From an optimization exercise on the open Yosys and OpenROAD flow, aimed at small area, a short achievable clock period and few clock cycles per item; shortcuts taken in it are not production practice.
Only simulation tests tie the RTL to the original design; equivalence was not proved.

<file path="design/flow/run.sh">
#!/bin/bash
# synth_recipe.tcl (not shown) runs the flow's synth.tcl, then flattens the netlist and writes it again
# the make line also repeats each setting of config.mk as NAME=value (left out here)
make -C /OpenROAD-flow-scripts/flow DESIGN_CONFIG=/design/flow/config.mk WORK_HOME=/design/flow/orfs CLKGATE_MAP_FILE= SYNTH_SCRIPT=/design/flow/synth_recipe.tcl finish
</file>
<file path="design/flow/config.mk">
export PLATFORM = sky130hd
export DESIGN_NAME = pol_charge_unit
export DESIGN_NICKNAME = pol_charge_unit
export VERILOG_FILES = /design/flow/design.v
export SDC_FILE = /design/flow/constraint.sdc
export NUM_CORES = 4
export LEC_CHECK = 0
export CAP_MARGIN = 20
export CORE_MARGIN = 2
export CORE_UTILIZATION = 40
export SLEW_MARGIN = 20
</file>
<file path="design/flow/constraint.sdc">
create_clock -name core_clock -period 11.0 [get_ports {clk}]
set_input_delay 2.2000 -clock core_clock [delete_from_list [all_inputs] [get_ports {clk}]]
set_output_delay 2.2000 -clock core_clock [all_outputs]
set_load 0.01 [all_outputs]
</file>
<file path="design/flow/design.v">
module pol_charge_unit (
    input  wire         clk,
    input  wire         rst,           
    input  wire         in_valid,
    output wire         in_ready,
    input  wire [114:0] in_cfg,        
    input  wire [39:0]  in_tc,         
    input  wire [39:0]  in_tp,         
    input  wire [51:0]  in_last,       
    input  wire [15:0]  in_bytes,      
    input  wire [63:0]  in_ts,         
    output wire         out_valid,
    input  wire         out_ready,
    output wire [1:0]   out_colour,    
    output wire         out_drop,      
    output wire [39:0]  out_tc,
    output wire [39:0]  out_tp,
    output wire [51:0]  out_last
);
    localparam [1:0] MODE_2698 = 2'b01,
                     MODE_4115 = 2'b10;
    localparam [1:0] P_DIV = 2'd0,
                     P_SUB = 2'd1,
                     P_MUL = 2'd2,
                     P_FIN = 2'd3;
    wire [55:0] xa  = {2'b00, in_ts[63:10]};
    wire [55:0] la  = ~{4'd0, in_last};
    wire [55:0] lb  = ~{2'd0, in_last, 2'b00};
    wire [55:0] cs_s = xa ^ la ^ lb;
    wire [55:0] cs_c = {(xa[54:0] & la[54:0]) | (xa[54:0] & lb[54:0]) | (la[54:0] & lb[54:0]), 1'b0};
    wire [11:0] dlo  = {1'b0, cs_s[10:0]} + {1'b0, cs_c[10:0]} + 12'd2;
    wire [10:0] dl   = dlo[10:0];
    wire [44:0] hs   = cs_s[55:11];
    wire [44:0] hc   = cs_c[55:11];
    wire [44:0] hk   = {hs[43:0] | hc[43:0], dlo[11]};
    wire        dhz  = ~|(hs ^ hc ^ hk);
    wire        on_in   = (in_cfg[113:112] == MODE_2698) || (in_cfg[113:112] == MODE_4115);
    wire        fast_in = !on_in || (dhz && (dl < 11'd1280));
    wire [7:0]  nf_in   = dl / 11'd5;
    wire        ref_in  = on_in && (dl >= 11'd5);    
    reg          a_valid;
    reg          a_fast;
    reg  [1:0]   a_ph;
    reg  [2:0]   a_cnt;
    reg  [2:0]   a_rem;
    reg  [55:0]  a_x;              
    reg  [7:0]   a_n;              
    reg          a_refill;         
    reg  [31:0]  a_cinc, a_pinc;
    reg          a_covf, a_povf;   
    reg  [23:0]  a_cbs, a_pbs;
    reg  [1:0]   a_mode;
    reg          a_rd;
    reg  [39:0]  a_tc, a_tp;
    reg  [51:0]  a_last;
    reg  [15:0]  a_bytes;
    wire        slow     = !a_fast;
    wire        mul_step = slow && (a_ph == P_MUL);
    wire        fin      = a_fast || (a_ph == P_FIN);
    wire [7:0]  q      = mul_step ? a_x[55:48] : a_n;
    wire        refill = mul_step || (a_fast && a_refill);
    wire [31:0] ccap = {a_cbs, 8'd0};
    wire [31:0] pcap = {a_pbs, 8'd0};
    wire [39:0] cprod = q * a_cinc;
    wire [39:0] pprod = q * a_pinc;
    wire [40:0] csum  = {1'b0, a_tc} + {1'b0, cprod};
    wire [40:0] psum  = {1'b0, a_tp} + {1'b0, pprod};
    wire        csat  = (a_covf && q != 8'd0) || (csum > {9'd0, ccap});
    wire        psat  = (a_povf && q != 8'd0) || (psum > {9'd0, pcap});
    wire [39:0] f_tc  = !refill ? a_tc : (csat ? {8'd0, ccap} : csum[39:0]);
    wire [39:0] f_tp  = !refill ? a_tp : (psat ? {8'd0, pcap} : psum[39:0]);
    wire [51:0] f_last = a_last + {44'd0, (a_fast && a_refill) ? a_n : 8'd0};
    wire [10:0] dv_t  = {a_rem, a_x[55:48]};
    wire [7:0]  dv_q  = dv_t / 11'd5;
    wire [2:0]  dv_r  = dv_t % 11'd5;
    wire [52:0] sb_n  = {1'b0, a_x[51:0]} - {1'b0, a_last};
    wire        sb_rf = !sb_n[52] && (sb_n[51:0] != 52'd0);
    wire [55:0] n_rev = {sb_n[7:0], sb_n[15:8], sb_n[23:16], sb_n[31:24],
                         sb_n[39:32], sb_n[47:40], 4'd0, sb_n[51:48]};
    reg          b_valid;
    reg  [39:0]  b_tc, b_tp;
    reg  [51:0]  b_last;
    reg  [15:0]  b_bytes;
    reg  [1:0]   b_mode;
    reg          b_rd;
    wire b_free = !b_valid || out_ready;
    wire a_go   = a_valid && fin && b_free;
    assign in_ready = !a_valid || a_go;
    wire [39:0] bsc  = {16'd0, b_bytes, 8'd0};
    wire [40:0] dc   = {1'b0, b_tc} - {1'b0, bsc};
    wire [40:0] dp   = {1'b0, b_tp} - {1'b0, bsc};
    wire        lt_c = dc[40];
    wire        lt_p = dp[40];
    reg  [1:0]  colour;
    reg         sub_c, sub_p;
    always @(*) begin
        colour = 2'd0;
        sub_c  = 1'b0;
        sub_p  = 1'b0;
        if (b_mode == MODE_2698) begin
            if (lt_p)      colour = 2'd2;
            else if (lt_c) begin colour = 2'd1; sub_p = 1'b1; end
            else           begin sub_c = 1'b1; sub_p = 1'b1; end
        end else if (b_mode == MODE_4115) begin
            if (!lt_c)     sub_c = 1'b1;
            else if (!lt_p) begin colour = 2'd1; sub_p = 1'b1; end
            else           colour = 2'd2;
        end
    end
    always @(posedge clk) begin
        if (rst) begin
            a_valid <= 1'b0;
            b_valid <= 1'b0;
        end else begin
            if (in_ready) a_valid <= in_valid;
            if (a_go) b_valid <= 1'b1;
            else if (out_ready) b_valid <= 1'b0;
        end
        if (a_go) begin
            b_tc    <= f_tc;
            b_tp    <= f_tp;
            b_last  <= f_last;
            b_bytes <= a_bytes;
            b_mode  <= a_mode;
            b_rd    <= a_rd;
        end
        if (in_ready) begin
            a_fast   <= fast_in;
            a_ph     <= P_DIV;
            a_cnt    <= 3'd0;
            a_rem    <= 3'd0;
            a_x      <= xa;
            a_n      <= nf_in;
            a_refill <= ref_in;
            a_cinc   <= in_cfg[31:0];
            a_pinc   <= in_cfg[63:32];
            a_covf   <= 1'b0;
            a_povf   <= 1'b0;
            a_cbs    <= in_cfg[87:64];
            a_pbs    <= in_cfg[111:88];
            a_mode   <= in_cfg[113:112];
            a_rd     <= in_cfg[114];
            a_tc     <= in_tc;
            a_tp     <= in_tp;
            a_last   <= in_last;
            a_bytes  <= in_bytes;
        end else if (slow) begin
            case (a_ph)
                P_DIV: begin
                    a_rem <= dv_r;
                    a_x   <= {a_x[47:0], dv_q};
                    a_cnt <= a_cnt + 3'd1;
                    if (a_cnt == 3'd6) a_ph <= P_SUB;
                end
                P_SUB: begin
                    a_x   <= n_rev;
                    a_cnt <= 3'd0;
                    if (sb_rf) begin
                        a_last <= a_x[51:0];
                        a_ph   <= P_MUL;
                    end else
                        a_ph   <= P_FIN;
                end
                P_MUL: begin
                    a_tc   <= f_tc;
                    a_tp   <= f_tp;
                    a_x    <= {a_x[47:0], 8'd0};
                    a_cinc <= {a_cinc[23:0], 8'd0};
                    a_pinc <= {a_pinc[23:0], 8'd0};
                    a_covf <= a_covf || (a_cinc[31:24] != 8'd0);
                    a_povf <= a_povf || (a_pinc[31:24] != 8'd0);
                    a_cnt  <= a_cnt + 3'd1;
                    if (a_cnt == 3'd6) a_ph <= P_FIN;
                end
                default: ;
            endcase
        end
    end
    assign out_valid  = b_valid;
    assign out_colour = colour;
    assign out_drop   = (colour == 2'd2) && b_rd;
    assign out_tc     = sub_c ? dc[39:0] : b_tc;
    assign out_tp     = sub_p ? dp[39:0] : b_tp;
    assign out_last   = b_last;
endmodule
</file>
==> impl_metrics.py <==
metrics = {
    "outcome": {
        "outcome": "timing/DRC/antenna clean",
    },
    "sta": {
        "worst-slew-pin-transition_ns": 1.39,
        "final_max_slew_viol_count": 0,
        "slew-limit-headroom": 0.0723,
        "timing.fmax_mhz": 96.8,
        "finalSetupTns_ns": 0,
        "min_period_over_period": 0.939,
        "hold_slack_ns": 0.419,
        "setup_viol": 0,
        "hold_viol": 0,
        "timing.final.crit_period_ns": 10.33,
        "clock-skew-final_ns": 0.0472,
    },
    "synth": {
        "ys_top_cells_by_area": "sky130_fd_sc_hd__edfxtp_1, sky130_fd_sc_hd__fa_1, sky130_fd_sc_hd__ha_1, sky130_fd_sc_hd__inv_1, sky130_fd_sc_hd__nand2_1",
        "yosys_warnings": 1,
        "syn-cell-area_um2": 50800,
        "synthCells": 5438,
        "edff_count_synth": 478,
        "synth_area_per_cell_um2": 9.34,
        "synth.yosys.seq_area_share": 0.288,
        "synth-main-ff-cell": "sky130_fd_sc_hd__edfxtp_1",
        "ys_ff_latch": 492,
        "library_cells_used_by_synthesis": 103,
        "asyncSetResetFlopFracSynth": 0,
        "netlist.area_leader.share": 0.283,
        "syn_nets": 6598,
        "synth.largest_area_cell": "sky130_fd_sc_hd__edfxtp_1",
    },
    "worst_setup_path": {
        "max_stage_delay_ns": 0.59,
        "crit_arrival_ns": 10.87,
        "startpoint_type": "flop",
        "path_class": "reg2reg",
        "critPathCaptureType": "flop",
        "reg2reg_from": "a_ph[0]",
        "worstReg2RegEnd": "a_tc[7]",
        "critPathSlowestCell": "sky130_fd_sc_hd__or4_2",
        "critPathMaxFanout": 28,
        "critPathMostFrequentCell": "sky130_fd_sc_hd__ha_1",
        "worst_r2r_path_depth": 36,
        "setup.reg_to_reg.worst_slack_ns": 0.67,
        "crit_required_ns": 11.54,
    },
    "route": {
        "dr.pass1.iters": 7,
        "drt_iter0_drc": 3396,
        "via_per_inst": 5.51,
        "routed_length_on_met2_um": 75800,
        "routed_wire_length_per_instance_um": 22.6,
        "ant_nets": 0,
        "remaining_drc_errors": 0,
        "wl_met1_um": 75200,
        "routed-via-count": 41100,
        "route.top_layer_used": "met5",
        "wl_met3_um": 12700,
        "detail_route.wirelength_um": 169000,
    },
    "place": {
        "port_buffers": 457,
        "place_congestion": 0.938,
        "hpwl_um": 133000,
    },
    "layout": {
        "fillCellCount": 12000,
        "seqCellArea_um2": 14600,
        "final_common_cell": "sky130_fd_sc_hd__inv_1",
        "area_taken_by_multi_input_logic_gates_um2": 32400,
        "final_layout_size_suffix_gt1_frac": 0.0525,
        "area.growth.synth_to_final_pct": 16.4,
        "layout_common_cells": "sky130_fd_sc_hd__inv_1, sky130_fd_sc_hd__nand2_1, sky130_fd_sc_hd__fa_1, sky130_fd_sc_hd__edfxtp_1, sky130_fd_sc_hd__clkdlybuf4s50_1",
        "design.final.nets": 6920,
    },
    "clock_tree": {
        "htree_levels": 2,
        "tritoncts.num_buffers": 60,
        "max-clock-path-buffers": 3,
        "numClockSinks": 492,
        "cts.reportedPaths.clkPinSlew_ns": 0.06,
        "clk_latency_ns": 0.70,
        "cts_tree": "yes",
        "holdBufCountCts": 0,
        "cts.root.buffer_cell": "sky130_fd_sc_hd__clkbuf_16",
    },
    "grt": {
        "maximum_number_of_pins_on_one_net_before_global_route_repair": 174,
        "overflow": 0,
        "grt_pass1_vias": 41100,
        "grt_antenna_before_repair": 7,
        "grt_use_total": 0.257,
        "grt_pass1_wl_um": 255000,
    },
    "die": {
        "die_area_um2": 130000,
        "core-area_um2": 126000,
        "io_pins": 468,
        "die_boundary_width_um": 360,
        "fp-row-count": 130,
        "die_y_um": 360,
        "initial_utilization": 0.404,
    },
    "min_path": {
        "hold_depth": 0,
        "holdCritStartpoint": "a_bytes[14]",
        "holdCritPathClass": "reg2reg",
        "worst_hold_path.endpoint": "b_bytes[14]",
    },
    "flow_run": {
        "drv_cap": 0,
    },
}
## through the flow
step                      cell area [µm²]  setup slack, ns  std cells  utilization
after floorplan                     50800             1.02       5438            -
after CTS                           59000            0.454       7453        0.469
after detailed placement            57100            0.535       7339        0.454
after global placement              57100            0.600       7339        0.454
final                               59100            0.670       7464        0.470
after global routing                59100          -0.0182       7462        0.470
## sequential cells by signal (all words and copies together) (netlist names), 2 cells and up
signal and count:
a_x 56, a_last 52, b_last 52, a_tc 40, a_tp 40, b_tc 40, b_tp 40, a_cinc 32
a_pinc 32, a_cbs 24, a_pbs 24, a_bytes 16, b_bytes 16, a_n 8, a_cnt 3, a_rem 3
a_mode 2, a_ph 2, b_mode 2
## critical path, delay by kind of cell, from the launching register on
kind | cells | cell delay, ns
flops | 1 | 0.40
xor+xnor | 1 | 0.12
buf+inv | 4 | 0.38
mux | 1 | 0.24
simple gates | 12 | 2.69
compound gates | 11 | 3.47
fa+ha+maj | 7 | 2.80
## routing by layer
layer | vias up | GRT usage
met3 | 207 | 0.0422
met1 | 20500 | 0.367
li1 | 19000 | -
met2 | 1436 | 0.403
met5 | - | 0
met4 | 4 | 0.0709
## cell usage after synthesis, types with 42 or more instances
cell                         n
sky130_fd_sc_hd__a21oi_1   285
sky130_fd_sc_hd__nor3_1     64
sky130_fd_sc_hd__xnor2_1   179
sky130_fd_sc_hd__nand3_1    69
sky130_fd_sc_hd__mux2_2     55
sky130_fd_sc_hd__o21ai_0   199
sky130_fd_sc_hd__ha_1      335
sky130_fd_sc_hd__and2_1     55
sky130_fd_sc_hd__nor2b_1   237
sky130_fd_sc_hd__clkbuf_1  211
sky130_fd_sc_hd__nand4_1    42
sky130_fd_sc_hd__mux2i_1    52
sky130_fd_sc_hd__and3_1     44
sky130_fd_sc_hd__nand2b_1   53
sky130_fd_sc_hd__nor2_1    335
sky130_fd_sc_hd__xor2_1     72
sky130_fd_sc_hd__nand2_1   725
sky130_fd_sc_hd__inv_1     734
sky130_fd_sc_hd__a21o_1     94
sky130_fd_sc_hd__fa_1      494
sky130_fd_sc_hd__a221oi_1   58
sky130_fd_sc_hd__edfxtp_1  478
## worst max path at each step
stage,startpoint,to,slack [ns],cells after the start
global placement,a_ph[0],a_tc[7],0.60,32
floorplan,out_ready,in_ready,1.02,8
CTS,a_ph[0],a_tc[7],0.45,32
finish,a_ph[0],a_tc[7],0.67,36
global route,a_ph[0],a_tc[7],-0.02,36
detailed placement,a_ph[0],a_tc[7],0.53,32
## area by class of cell
| cell class | count | area share |
|---|---|---|
| flip-flops and latches | 492 | 0.248 |
| inverters | 734 | 0.0467 |
| clock buffers | 66 | 0.0258 |
| clock inverters | 48 | 0.00656 |
| well taps | 1650 | 0.0349 |
| repair buffers | 536 | 0.0901 |
| diodes | 2 | 0.0000847 |
| multi-input cells | 3936 | 0.548 |
## logic make-up (layout without fill, tap and decap cells)
kind of cell               Yosys count  after routing  share of synthesized area
and+or+nand+nor                   1772           1772                      0.166
muxes                              108            108                     0.0229
DFF                                492            492                      0.288
other                                0              2                          0
adders and majority gates          832            832                      0.278
xor gates and xnor gates           251            251                     0.0433
buffers and inverters             1010           1384                     0.0766
AOI/OAI and AO/OA                  973            973                      0.125
## what timing repair did
| action | CTS | global route |
|---|---|---|
| resized for setup | 0 | 3 |
| setup endpoints to repair | 0 | 73 |
| setup buffers | 0 | 8 |
Testbench counts, summed over its fixed seeds: cycles 1,600, items 1,536.

port drivers added, routing unchanged:
In the flow no input, the clock included, has a driving cell. The finished layout below was timed again as built, in two steps. Step 1 (the two cells are an assumption about what drives the block):
set clk [get_ports {clk}]
set_driving_cell -lib_cell sky130_fd_sc_hd__clkbuf_16 $clk
set_driving_cell -lib_cell sky130_fd_sc_hd__buf_2 [delete_from_list [all_inputs] $clk]
Step 2 also shifts input and output timing later by t, the mid clock arrival at the registers, as if the neighbouring blocks saw the same clock. Slacks: ideal / step 1 / step 2; pairs: ideal / step 1.
shift t [ns]: 0.757
setup WS [ns]: 0.670 / 0.670 / 0.670
clock arrival spread, ns: 0.048 / 0.048
pins driven straight from the clock port: 1
After both steps this run still meets setup and hold. The setup slack of this run moves by 0.000 ns with the drivers and by 0.000 ns with both steps.
